This design comes from an exercise in tuning for small area, a short achievable clock period and few clock cycles on the open sky130 flow, not from production work. The RTL was checked by simulation tests, not by an equivalence proof against the original design. Power figures rest on the tool's default switching activity, not on a simulated workload.

**config.mk**
```make
export PLATFORM = sky130hd
export DESIGN_NAME = crc_block
export DESIGN_NICKNAME = crc_block
export VERILOG_FILES = /design/flow/design.v
export SDC_FILE = /design/flow/constraint.sdc
export NUM_CORES = 4
export LEC_CHECK = 0
export CAP_MARGIN = 30
export CORE_MARGIN = 2
export CORE_UTILIZATION = 30
export PLACE_DENSITY = 0.5
export SLEW_MARGIN = 40
```
**run.sh**
```bash
#!/bin/bash
# synth_recipe.tcl (not shown) runs the flow's synth.tcl, then flattens the netlist and writes it again
# the make line also repeats each setting of config.mk as NAME=value (left out here)
make -C /OpenROAD-flow-scripts/flow DESIGN_CONFIG=/design/flow/config.mk WORK_HOME=/design/flow/orfs CLKGATE_MAP_FILE= SYNTH_SCRIPT=/design/flow/synth_recipe.tcl finish
```
**design.v**
```verilog
module crc_unit (
    input  wire        clk,
    input  wire        rst_n,
    input  wire        wr_cfg,
    input  wire        wr_ctx,
    input  wire        wr_start,
    input  wire        wr_count,
    input  wire        wr_data,
    input  wire        wr_val_lo,
    input  wire        wr_val_hi,
    input  wire [1:0]  wsize,
    input  wire [31:0] wdata,
    output wire        busy,
    output wire        range_err,
    output wire        done_set,
    output wire [31:0] cfg_rd,
    output wire [31:0] ctx_rd,
    output wire [31:0] count_rd,
    output wire [63:0] value_rd,
    output wire [63:0] result_rd
);
    reg        cfg_xorout;
    reg        cfg_init_ones;
    reg        cfg_reflect;
    reg [2:0]  cfg_poly;
    reg [2:0]  act_poly;
    reg [31:0] ctx;
    reg        cnt_en;
    reg [23:0] count;
    reg [63:0] value;
    reg [31:0] staged_lo;
    reg [23:0] pend_bytes;
    reg [1:0]  pend_n;
    reg [6:0]  width;
    reg [63:0] mask;
    reg [63:0] poly;
    reg [63:0] rpoly;
    always @* begin
        case (act_poly)
            3'd0: begin width = 7'd8;  mask = 64'h0000_0000_0000_00FF;
                        poly = 64'h0000_0000_0000_001D; rpoly = 64'h0000_0000_0000_00B8; end
            3'd1: begin width = 7'd16; mask = 64'h0000_0000_0000_FFFF;
                        poly = 64'h0000_0000_0000_1021; rpoly = 64'h0000_0000_0000_8408; end
            3'd2: begin width = 7'd32; mask = 64'h0000_0000_FFFF_FFFF;
                        poly = 64'h0000_0000_04C1_1DB7; rpoly = 64'h0000_0000_EDB8_8320; end
            3'd3: begin width = 7'd32; mask = 64'h0000_0000_FFFF_FFFF;
                        poly = 64'h0000_0000_1EDC_6F41; rpoly = 64'h0000_0000_82F6_3B78; end
            default: begin width = 7'd64; mask = 64'hFFFF_FFFF_FFFF_FFFF;
                        poly = 64'h42F0_E1EB_A9EA_3693; rpoly = 64'hC96C_5795_D787_0F42; end
        endcase
    end
    wire [2:0] nbytes = (wsize == 2'd0) ? 3'd1 : (wsize == 2'd1) ? 3'd2 : 3'd4;
    wire       data_over  = cnt_en && ({21'd0, nbytes} > count);
    wire       wr_data_ok = wr_data && !data_over;
    wire       fold_now  = wr_data_ok || (pend_n != 2'd0);
    wire [7:0] fold_byte = wr_data_ok ? wdata[7:0] : pend_bytes[7:0];
    reg [63:0] folded;
    reg [63:0] topbit;
    integer    i;
    always @* begin
        topbit = 64'd1 << (width - 7'd1);
        folded = value;
        if (cfg_reflect) begin
            folded = folded ^ {56'd0, fold_byte};
            for (i = 0; i < 8; i = i + 1) begin
                if (folded[0])
                    folded = (folded >> 1) ^ rpoly;
                else
                    folded = folded >> 1;
            end
        end else begin
            folded = folded ^ ({56'd0, fold_byte} << (width - 7'd8));
            for (i = 0; i < 8; i = i + 1) begin
                if ((folded & topbit) != 64'd0)
                    folded = ((folded << 1) & mask) ^ poly;
                else
                    folded = (folded << 1) & mask;
            end
        end
    end
    reg [63:0] start_mask;
    always @* begin
        case (cfg_poly)
            3'd0:    start_mask = 64'h0000_0000_0000_00FF;
            3'd1:    start_mask = 64'h0000_0000_0000_FFFF;
            3'd2,
            3'd3:    start_mask = 64'h0000_0000_FFFF_FFFF;
            default: start_mask = 64'hFFFF_FFFF_FFFF_FFFF;
        endcase
    end
    wire [63:0] start_value = ((cfg_init_ones ? start_mask : 64'd0) ^ {32'd0, ctx}) & start_mask;
    wire cfg_bad    = wdata[2:0] > 3'd4;
    wire lo_bad     = (width != 7'd64) && (({32'd0, wdata} & ~mask) != 64'd0);
    wire hi_bad     = (width != 7'd64) && (wdata != 32'd0);
    always @(posedge clk) begin
        if (!rst_n) begin
            cfg_xorout    <= 1'b1;
            cfg_init_ones <= 1'b1;
            cfg_reflect   <= 1'b1;
            cfg_poly      <= 3'd3;
            act_poly      <= 3'd3;
            ctx           <= 32'd0;
            cnt_en        <= 1'b0;
            count         <= 24'd0;
            value         <= 64'd0;
            staged_lo     <= 32'd0;
            pend_bytes    <= 24'd0;
            pend_n        <= 2'd0;
        end else begin
            if (wr_cfg) begin
                if (!cfg_bad) begin
                    cfg_xorout    <= wdata[6];
                    cfg_init_ones <= wdata[5];
                    cfg_reflect   <= wdata[4];
                    cfg_poly      <= wdata[2:0];
                end
            end
            if (wr_ctx)
                ctx <= wdata;
            if (wr_start && wdata[0]) begin
                act_poly <= cfg_poly;
                value    <= start_value;
            end
            if (wr_count) begin
                cnt_en <= wdata[31];
                count  <= wdata[23:0];
            end
            if (wr_val_lo) begin
                if (width == 7'd64)
                    staged_lo <= wdata;
                else if (!lo_bad)
                    value <= {32'd0, wdata};
            end
            if (wr_val_hi) begin
                if (width == 7'd64)
                    value <= {wdata, staged_lo};
            end
            if (wr_data_ok) begin
                pend_bytes <= wdata[31:8];
                pend_n     <= (nbytes == 3'd4) ? 2'd3 : nbytes[1:0] - 2'd1;
                if (cnt_en) begin
                    count <= count - {21'd0, nbytes};
                    if (done_set)
                        cnt_en <= 1'b0;
                end
            end else if (pend_n != 2'd0) begin
                pend_bytes <= {8'd0, pend_bytes[23:8]};
                pend_n     <= pend_n - 2'd1;
            end
            if (fold_now)
                value <= folded;
        end
    end
    assign range_err = (wr_cfg && cfg_bad) || (wr_val_lo && lo_bad) ||
                       (wr_val_hi && hi_bad) || (wr_data && data_over);
    assign done_set  = wr_data_ok && cnt_en && (count == {21'd0, nbytes});
    assign busy      = (pend_n != 2'd0);
    assign cfg_rd    = {25'd0, cfg_xorout, cfg_init_ones, cfg_reflect, 1'b0, cfg_poly};
    assign ctx_rd    = ctx;
    assign count_rd  = {cnt_en, 7'd0, count};
    assign value_rd  = value;
    assign result_rd = cfg_xorout ? (value ^ mask) : value;
endmodule
module crc_block (
    input  wire        clk,
    input  wire        rst_n,
    input  wire        bus_valid,
    input  wire        bus_write,
    input  wire [11:0] bus_addr,
    input  wire [1:0]  bus_size,
    input  wire [31:0] bus_wdata,
    output wire        bus_ready,
    output reg         bus_rvalid,
    output reg  [31:0] bus_rdata,
    output wire        irq_crc
);
    localparam [9:0] W_SEL    = 10'h000;
    localparam [9:0] W_ERR    = 10'h001;
    localparam [9:0] W_DONE   = 10'h002;
    localparam [9:0] W_CFG    = 10'h040;
    localparam [9:0] W_CTX    = 10'h041;
    localparam [9:0] W_START  = 10'h042;
    localparam [9:0] W_COUNT  = 10'h043;
    localparam [9:0] W_DATA   = 10'h044;
    localparam [9:0] W_VAL_LO = 10'h045;
    localparam [9:0] W_VAL_HI = 10'h046;
    localparam [9:0] W_RES_LO = 10'h047;
    localparam [9:0] W_RES_HI = 10'h048;
    reg  [1:0]  sel;
    reg         err_range;
    reg  [3:0]  done;
    reg  [31:0] val_hi_copy;
    reg  [31:0] res_hi_copy;
    wire [9:0]  waddr  = bus_addr[11:2];
    wire        accept = bus_valid && bus_ready;
    wire        wr     = accept && bus_write;
    wire        rd     = accept && !bus_write;
    wire [3:0]  u_busy;
    wire [3:0]  u_range;
    wire [3:0]  u_done;
    wire [31:0] u_cfg   [0:3];
    wire [31:0] u_ctx   [0:3];
    wire [31:0] u_count [0:3];
    wire [63:0] u_value [0:3];
    wire [63:0] u_res   [0:3];
    genvar k;
    generate
        for (k = 0; k < 4; k = k + 1) begin : g_unit
            wire here = wr && (sel == k);
            crc_unit u_unit (
                .clk       (clk),
                .rst_n     (rst_n),
                .wr_cfg    (here && waddr == W_CFG),
                .wr_ctx    (here && waddr == W_CTX),
                .wr_start  (here && waddr == W_START),
                .wr_count  (here && waddr == W_COUNT),
                .wr_data   (here && waddr == W_DATA),
                .wr_val_lo (here && waddr == W_VAL_LO),
                .wr_val_hi (here && waddr == W_VAL_HI),
                .wsize     (bus_size),
                .wdata     (bus_wdata),
                .busy      (u_busy[k]),
                .range_err (u_range[k]),
                .done_set  (u_done[k]),
                .cfg_rd    (u_cfg[k]),
                .ctx_rd    (u_ctx[k]),
                .count_rd  (u_count[k]),
                .value_rd  (u_value[k]),
                .result_rd (u_res[k])
            );
        end
    endgenerate
    assign bus_ready = !(|u_busy);
    assign irq_crc   = |done;
    wire sel_bad = wr && waddr == W_SEL && bus_wdata > 32'd3;
    always @(posedge clk) begin
        if (!rst_n) begin
            sel         <= 2'd0;
            err_range   <= 1'b0;
            done        <= 4'd0;
            val_hi_copy <= 32'd0;
            res_hi_copy <= 32'd0;
            bus_rvalid  <= 1'b0;
            bus_rdata   <= 32'd0;
        end else begin
            bus_rvalid <= rd;
            if (wr && waddr == W_SEL && !sel_bad)
                sel <= bus_wdata[1:0];
            if (wr && waddr == W_ERR && bus_wdata[0])
                err_range <= 1'b0;
            if (sel_bad || (|u_range))
                err_range <= 1'b1;
            done <= (done & ~((wr && waddr == W_DONE) ? bus_wdata[3:0] : 4'd0)) | u_done;
            if (rd) begin
                case (waddr)
                    W_SEL:    bus_rdata <= {30'd0, sel};
                    W_ERR:    bus_rdata <= {31'd0, err_range};
                    W_DONE:   bus_rdata <= {28'd0, done};
                    W_CFG:    bus_rdata <= u_cfg[sel];
                    W_CTX:    bus_rdata <= u_ctx[sel];
                    W_COUNT:  bus_rdata <= u_count[sel];
                    W_VAL_LO: bus_rdata <= u_value[sel][31:0];
                    W_VAL_HI: bus_rdata <= val_hi_copy;
                    W_RES_LO: bus_rdata <= u_res[sel][31:0];
                    W_RES_HI: bus_rdata <= res_hi_copy;
                    default:  bus_rdata <= 32'd0;
                endcase
                if (waddr == W_VAL_LO)
                    val_hi_copy <= u_value[sel][63:32];
                if (waddr == W_RES_LO)
                    res_hi_copy <= u_res[sel][63:32];
            end
        end
    end
endmodule
```
**constraint.sdc**
```tcl
create_clock -name core_clock -period 14.0 [get_ports {clk}]
set_input_delay 2.8000 -clock core_clock [delete_from_list [all_inputs] [get_ports {clk}]]
set_output_delay 2.8000 -clock core_clock [all_outputs]
set_load 0.01 [all_outputs]
```
==> impl_metrics.yaml <==
synth:
  syn_area_per_cell_um2: 7.21
  synth_nets: 12400
  syn_inst: 12300
  synth_compound_area_share_pct: 21.6
  synthArstFlopShare_pct: 0
  yosys.area_share.simple_pct: 21.0
  synthAdderAreaFrac_pct: 0.963
  yosysSeqAreaShare_pct: 19.3
  synth_top_family_by_area: "XOR/XNOR gates"
  synthFlopType: "dfxtp_1"
  yosys.area.top_type_share_pct: 19.7
  synth_area_leaders: "xnor2_1 20%, dfxtp_1 19%, nand2_1 8.0%"
  synth_edf_count: 0
  ys_ff_latch: 856
  synthXorXnorAreaFrac_pct: 25.3
  synth_cell_types: 122
  synth_mux_area_share_pct: 6.61
  yosysTopAreaCell: "xnor2_1"
  yosysWarningCount: 2
  netlist_area_um2: 88900
clock_tree:
  clock-sinks: 856
  clk_pin_slew_ns: 0.06
  ctsHoldBuffers: 0
  post_cts_resized: 0
  numCtsBuffers: 108
  cts.path.max_buffers: 3
  cts_root_buf: "clkbuf_16"
  cts-htree-levels: 3
  clk_latency_ns: 0.82
  cts_setup_buffers: 0
  cts_tree: "yes"
finish:
  drive_gt1_share_pct: 12.6
  nets: 12400
  stdcell_area_um2: 102000
  final_util_pct: 34.5
  area_delta_synth_final_pct: 14.4
  fin_cells: 16300
routing:
  drtAntennaViolNets: 0
  wl_um: 533000
  via_per_inst: 6.08
  initialDrtViolationCount: 15700
  drc: 0
  wl_per_cell_um: 32.7
  num_vias: 99300
  drt-pass1-iter-count: 7
place:
  place.gp.congestion: 1.03
  dp.cells: 16100
  dp_hpwl_um: 389000
  placed_area_um2: 97700
  io_buffers: 82
sta:
  slew-limit-headroom_pct: 32.2
  period_needed_ns: 13.42
  finalSetupTns_ns: 0
  rsz0062_at_grt: "false"
  clock_skew_ns: 0.0653
  period_share_pct: 95.9
  tightest_slew_ns: 1.02
  hold_slack_ns: 0.453
  fmax_mhz: 74.5
  hold_viol: 0
  slew_violations: 0
  setup_violations: 0
worst_setup_path:
  r2r-end: "g_unit[0].u_unit.value[19]"
  crit_type: "in -> reg"
  startpoint_type: "primary input"
  path_common_cell: "buf_4"
  crit_slowest_cell: "clkdlybuf4s50_1"
  reg2reg_from: "g_unit[0].u_unit.act_poly[0]"
  required_ns: 14.69
  slowest_delay_ns: 0.53
  arrival_ns: 14.11
  cp_max_fo: 17
  reg2reg_depth: 44
  reg2reg_slack_ns: 2.39
  end_kind: "flop"
global_route:
  grt_use_met2_pct: 48.2
  groute.layer.met3.usage_pct: 8.73
  overflow: 0
  grt_max_degree: 130
  use_met1_pct: 44.1
  grt_antenna_before_repair: 35
  grt.busiest_layer: "met2"
  grt_usage_pct: 33.8
  grt_pass1_wl_um: 731000
  grt_pass1_vias: 88800
floorplanning:
  die_w_um: 548
  start_util_pct: 30.2
  core_area_um2: 294000
  ioPinCount: 85
  row_count: 199
  die_h_um: 548
  die_area_um2: 301000
run_status:
  status: "complete, no violations"
min_path:
  hold_depth: 2
  hold_start: "g_unit[0].u_unit.staged_lo[10]"
  min-delay-path-class: "reg -> reg"
  min_to: "g_unit[0].u_unit.staged_lo[10]"
power_and_ir_drop:
  cellPowerDensity_nw_per_um2: 343
  switching_power_mw: 18.2
  p_int_mw: 16.7
  switching_share_pct: 52.3
  clkPwrFrac_pct: 8.8
  p_seq_share_pct: 10.7
  comb_power_share_pct: 80.5
  ir_drop_v: 0.000422
  leakagePower_nw: 34.5
run:
  maxCapViolations: 0
-- area by class of cell --
cell class / instances / area (um2)
clock inverter: 49 / 646
sequential: 856 / 17200
timing repair buffer: 981 / 7710
clock buffer: 151 / 3130
antenna: 21 / 52.6
inverter: 97 / 372
fill: 31900 / 193000
multi-input combinational: 10300 / 67700
tap: 3919 / 4900
-- cell usage in the layout (no fill, tap or decap), types with 74 or more instances in the layout --
cell       synthesis  routed
nor2_1          1247    1221
inv_1             86      86
o22ai_1           74      74
mux4_2           187     187
o211ai_1         163     163
a22oi_1          126     126
clkbuf_16          0     108
nand3_1          246     245
nand2_1         1896    1879
o311ai_0          85      85
xnor2_1         2001    1975
a31oi_1           88      88
and3_1           111     106
a221oi_1         141     140
dfxtp_1          856     830
a211oi_1         195     195
a21oi_1         1160    1159
or3_1             86      86
buf_4              9     869
xor2_1           435     427
o21ai_0          590     589
nor3_1           323     314
nor2b_1           85      81
mux2i_1          147     142
-- worst max-delay path: cells and delay by family --
family / cells / cell delay [ns]
adders and majority gates: 2 / 0.65
and+or+nand+nor: 11 / 2.74
xor gates and xnor gates: 1 / 0.41
muxes: 2 / 0.53
buffers and inverters: 10 / 2.21
AOI/OAI and AO/OA: 17 / 4.71
-- metrics by stage --
| stage | power [mW] | setup WS [ns] |
|---|---|---|
| 6_report | 34.9 | 0.580 |
| 5_1_grt | 36.1 | 0.0997 |
| 4_1_cts | 33.9 | 0.811 |
| 3_5_place_dp | 30.7 | 0.0984 |
| 3_3_place_gp | 30.7 | 0.00616 |
| 2_1_floorplan | 20.4 | 1.27 |
-- synth_stat cells, types with 19 or more instances --
library cell  count
a21o_1           20
mux4_2          187
nor2_1         1247
xor2_1          435
a211oi_1        195
nand3_1         246
nand2b_1         34
nor2b_1          85
mux2i_1         147
a221o_1          19
inv_1            86
nor4_1           54
clkbuf_1        931
buf_1           146
o21ai_0         590
or4_1            24
a22oi_1         126
o211ai_1        163
buf_2            27
a311oi_1         29
or2_2            35
nand2_1        1896
xnor2_1        2001
a221oi_1        141
o311ai_0         85
o31ai_1          31
nand4_1          31
a22o_1           23
ha_1             62
a31oi_1          88
o22ai_1          74
xnor3_1          45
o21a_1           20
dfxtp_1         856
a21oi_1        1160
nor3_1          323
o21ai_1          22
and2_1           60
o221ai_1         41
or3_1            86
and3_1          111
-- sequential cells by signal, indices dropped and copies added, names as in the netlist --
name / cells
g_unit.u_unit.value: 256
g_unit.u_unit.cfg_poly: 12
res_hi_copy: 32
g_unit.u_unit.staged_lo: 128
sel: 2
g_unit.u_unit.cfg_xorout: 4
bus_rvalid: 1
g_unit.u_unit.cfg_init_ones: 4
bus_rdata: 32
g_unit.u_unit.pend_bytes: 96
g_unit.u_unit.cfg_reflect: 4
g_unit.u_unit.pend_n: 8
g_unit.u_unit.act_poly: 12
val_hi_copy: 32
g_unit.u_unit.cnt_en: 4
err_range: 1
g_unit.u_unit.count: 96
done: 4
g_unit.u_unit.ctx: 128
-- how the worst max path moves through the flow --
stage | startpoint | end | slack, ns | depth (start not counted)
6_report | bus_size[1] | g_unit[2].u_unit.value[28] | 0.58 | 43
5_1_grt | bus_size[0] | g_unit[2].u_unit.value[28] | 0.1 | 43
4_1_cts | bus_size[1] | g_unit[2].u_unit.value[28] | 0.81 | 43
3_5_place_dp | bus_size[1] | g_unit[2].u_unit.value[28] | 0.1 | 43
3_3_place_gp | bus_size[1] | g_unit[0].u_unit.value[13] | 0.006 | 44
2_1_floorplan | bus_size[0] | g_unit[2].u_unit.value[5] | 1.27 | 42
-- power by group through the flow --
stage / sequential [mW] / clock, mW / combinational [mW]
floorplan: 2.94 / 0 / 17.4
global placement: 3.68 / 0 / 27.1
detailed placement: 3.68 / 0 / 27.0
CTS: 3.62 / 3.08 / 27.2
global route: 3.64 / 3.17 / 29.3
finish: 3.73 / 3.08 / 28.1
-- per-layer routing --
layer | vias to the layer above | routed length (um)
met1 | 47900 | 207000
li1 | 42800 | -
met2 | 6931 | 216000
met4 | 30 | 44900
met3 | 1575 | 65200
met5 | - | 200
-- cell families after synthesis --
group / after synthesis
and+or+nand+nor: 4310
AOI/OAI and AO/OA: 3037
xor gates and xnor gates: 2487
buffers and inverters: 1220
DFF: 856
muxes: 351
adders and majority gates: 66
Testbench counts, summed over its fixed seeds: cycles 17,175.

-- re-timing with driven ports --
The results above use ideal ports. As a check the final layout listed here was re-extracted and re-timed, cells and wires unchanged. Step 1, drivers: a clkbuf_16 drives clk and a buf_2 each remaining input, both assumed. Step 2, shift: input delay + t, output delay - t, t = (earliest + latest rising clock arrival at the registers) / 2. This alone moves slack from input paths to output paths. Three values: ideal ports, drivers, drivers and shift; two values: the first two.
shift t [ns]: 0.879
setup WS [ns]: 0.580 / 0.616 / -0.263
worst data-port slew with drivers (ns): 0.10
cell pins on the clock port's net: 1
Met with ideal ports but missed after step 2: setup timing in this run. For this run, drivers alone change the setup slack by +0.036 ns; drivers and shift together by -0.843 ns.
